Context: an optimization exercise on an open-source flow, tuned for small area and a short achievable clock period. The choices shown serve that exercise and are no tape-out recipe. Only simulation tests tie the RTL to the original design; equivalence was not proved.

// kbfly
module kbfly (
    input  wire        clk,
    input  wire        rst,         
    input  wire        mq_we,
    input  wire [22:0] mq_wdata,
    input  wire        trig,
    input  wire [1:0]  form,        
    input  wire        centre,
    input  wire        zen,
    input  wire [31:0] w,           
    input  wire [31:0] a,           
    input  wire [31:0] b,           
    output wire        err,         
    output reg         res_valid,   
    output reg         z_we,        
    output wire [31:0] ra,
    output wire [31:0] rb
);
export LEC_CHECK = 0
export ABC_AREA = 1
export CAP_MARGIN = 20
export CORE_MARGIN = 2
export CORE_UTILIZATION = 40
export CTS_BUF_LIST = sky130_fd_sc_hd__clkbuf_2 sky130_fd_sc_hd__clkbuf_4
export SLEW_MARGIN = 20
create_clock -name core_clock -period 170.0 [get_ports {clk}]
standard.sh (not shown) runs the stock make flow with config.mk's settings and CLKGATE_MAP_FILE= SYNTH_SCRIPT=/design/flow/synth_recipe.tcl, a recipe that flattens the netlist after the stock synthesis.
==> flow/flow/run.sh <==
#!/bin/bash
# Own layout flow: the standard flow (standard.sh, with its standard synthesis)
# with one change: buffer_ports uses sky130_fd_sc_hd__buf_2 instead of its default
# delay buffer. Every input and output port still gets its own buffer.
# Each tool's output goes to the ORFS logs under orfs/logs; make's output to flow.log.
set -euo pipefail
W=$(pwd)
bash "$W/standard.sh" "BUFFER_PORTS_ARGS=-buffer_cell sky130_fd_sc_hd__buf_2" finish > "$W/flow.log" 2>&1
Rerun with:
CORE_UTILIZATION = 55   (was 40)
CTS_BUF_LIST = default   (was sky130_fd_sc_hd__clkbuf_2 sky130_fd_sc_hd__clkbuf_4)
=> The new run passed the timing, DRC and antenna checks; wire length came out lower by 0.34%; design area came out lower by 0.68%; worst hold slack got worse by 12 ps; flip-flop and latch count stays the same.

* * *

## job 9054
Another version of the RTL of kbfly (not shown whole).
For scale: roughly 340 flip-flops, ~190 I/O pins, ~0.085 sq mm of cells after synthesis.
clock: 170.0 ns
lec_check: 0
abc_area: 1
cap_margin: 20
core_margin: 2
core_utilization: 40
slew_margin: 20
run.sh (not shown) runs the stock make flow with config.mk's settings and CLKGATE_MAP_FILE= SYNTH_SCRIPT=/design/flow/synth_recipe.tcl, a recipe that flattens the netlist after the stock synthesis.
Stock flow here: none of the scripts above is used.
> inputs changed (job 9054 -> job 626)
==> flow/flow/run.sh (new file) <==
#!/bin/bash
# Own layout flow: the standard flow (standard.sh) with two changes.
#  1. Synthesis: the standard flow's synthesis script, but Yosys's generic "abc -fast" pass in
#     the fine synth step is skipped (synth -noabc), so extract_fa sees the adder
#     logic as written and maps it to full adders without polarity inverters. The
#     later liberty-mapping ABC pass, dfflibmap, flatten and renaming are unchanged,
#     so the registers are the same as in the standard synthesis.
#  2. Port buffers: buffer_ports uses sky130_fd_sc_hd__buf_2 instead of its default
#     delay buffer. Every input and output port still gets its own buffer.
# Each tool's output goes to the ORFS logs under orfs/logs; make's output to flow.log.
set -euo pipefail
W=$(pwd)
sed 's/synth -top $::env(DESIGN_NAME) -run fine: {\*}$synth_full_args/synth -top $::env(DESIGN_NAME) -run fine: -noabc {*}$synth_full_args/' \
    "$FLOW_HOME/scripts/synth.tcl" > "$W/synth_noabc.tcl"
grep -q -- '-run fine: -noabc' "$W/synth_noabc.tcl"
sed "s|source \$::env(SCRIPTS_DIR)/synth.tcl|source $W/synth_noabc.tcl|" "$W/synth_recipe.tcl" > "$W/own_synth.tcl"
grep -q synth_noabc "$W/own_synth.tcl"
bash "$W/standard.sh" "SYNTH_SCRIPT=$W/own_synth.tcl" \
    "BUFFER_PORTS_ARGS=-buffer_cell sky130_fd_sc_hd__buf_2" finish > "$W/flow.log" 2>&1
==> flow/standard.sh (new file) <==
#!/bin/bash
# synth_recipe.tcl (not shown) runs the flow's synth.tcl, then flattens the netlist and writes it again
# the make line also repeats each setting of config.mk as NAME=value (left out here)
make -C /OpenROAD-flow-scripts/flow DESIGN_CONFIG=/design/flow/config.mk WORK_HOME=/design/flow/orfs CLKGATE_MAP_FILE= SYNTH_SCRIPT=/design/flow/synth_recipe.tcl "${@:-finish}"
removed: flow/run.sh
==> comparison <==
Job 9054: full flow OK, the timing, DRC and antenna checks passed
Job 626: full flow OK, the timing, DRC and antenna checks passed
Where summed area of non-filler cells in the final layout is concerned, job 9054 is outperformed by job 626.
In the metrics for job 626 and job 9054, the one carrying the lower clock network area share is job 9054.
Proportion of cell area occupied by registers is lower on job 9054
Between job 626 and job 9054, the share of the synthesized netlist area taken by xor and xnor gates does not differ in any meaningful way.
The post-synthesis share of cell area spent on and, or, nand and nor gates of job 626 exceeds that of job 9054 by 1.2 points.
Summary of the comparison: synthesized instance count is lower in job 626, relative to job 9054.

[afterwards: timing with drivers on the ports]
The flow's constraints put no driver on any port. The routed layouts listed below were extracted and timed again, unchanged, in two steps. Step 1, drivers: a clkbuf_16 drives clk and a buf_2 each remaining input, both assumed. Step 2 adds t to the input delays and takes it off the output delays; t is the mean of the earliest and latest rising clock arrival at the registers after step 1. Input paths then give back, and output paths get back, about the clock's delay inside the block. Slacks: no drivers / after step 1 / after step 2; pairs: no drivers / after step 1.
| run | t (ns) | setup WS [ns] | worst setup path at the end |
|---|---|---|---|
| the first run of note 1 | 1.107 | 101.649 / 101.630 / 101.630 | input to output |
| the second run of note 1 | 0.733 | 101.639 / 101.616 / 101.616 | input to output |
| job 9054 | 0.719 | 100.832 / 100.803 / 100.803 | input to output |
| job 626 | 0.725 | 101.601 / 101.579 / 101.579 | input to output |
After both steps every run listed still meets setup and hold. The setup slack of job 9054, which loses most, moves by -0.029 ns with the drivers and by -0.029 ns with both steps.
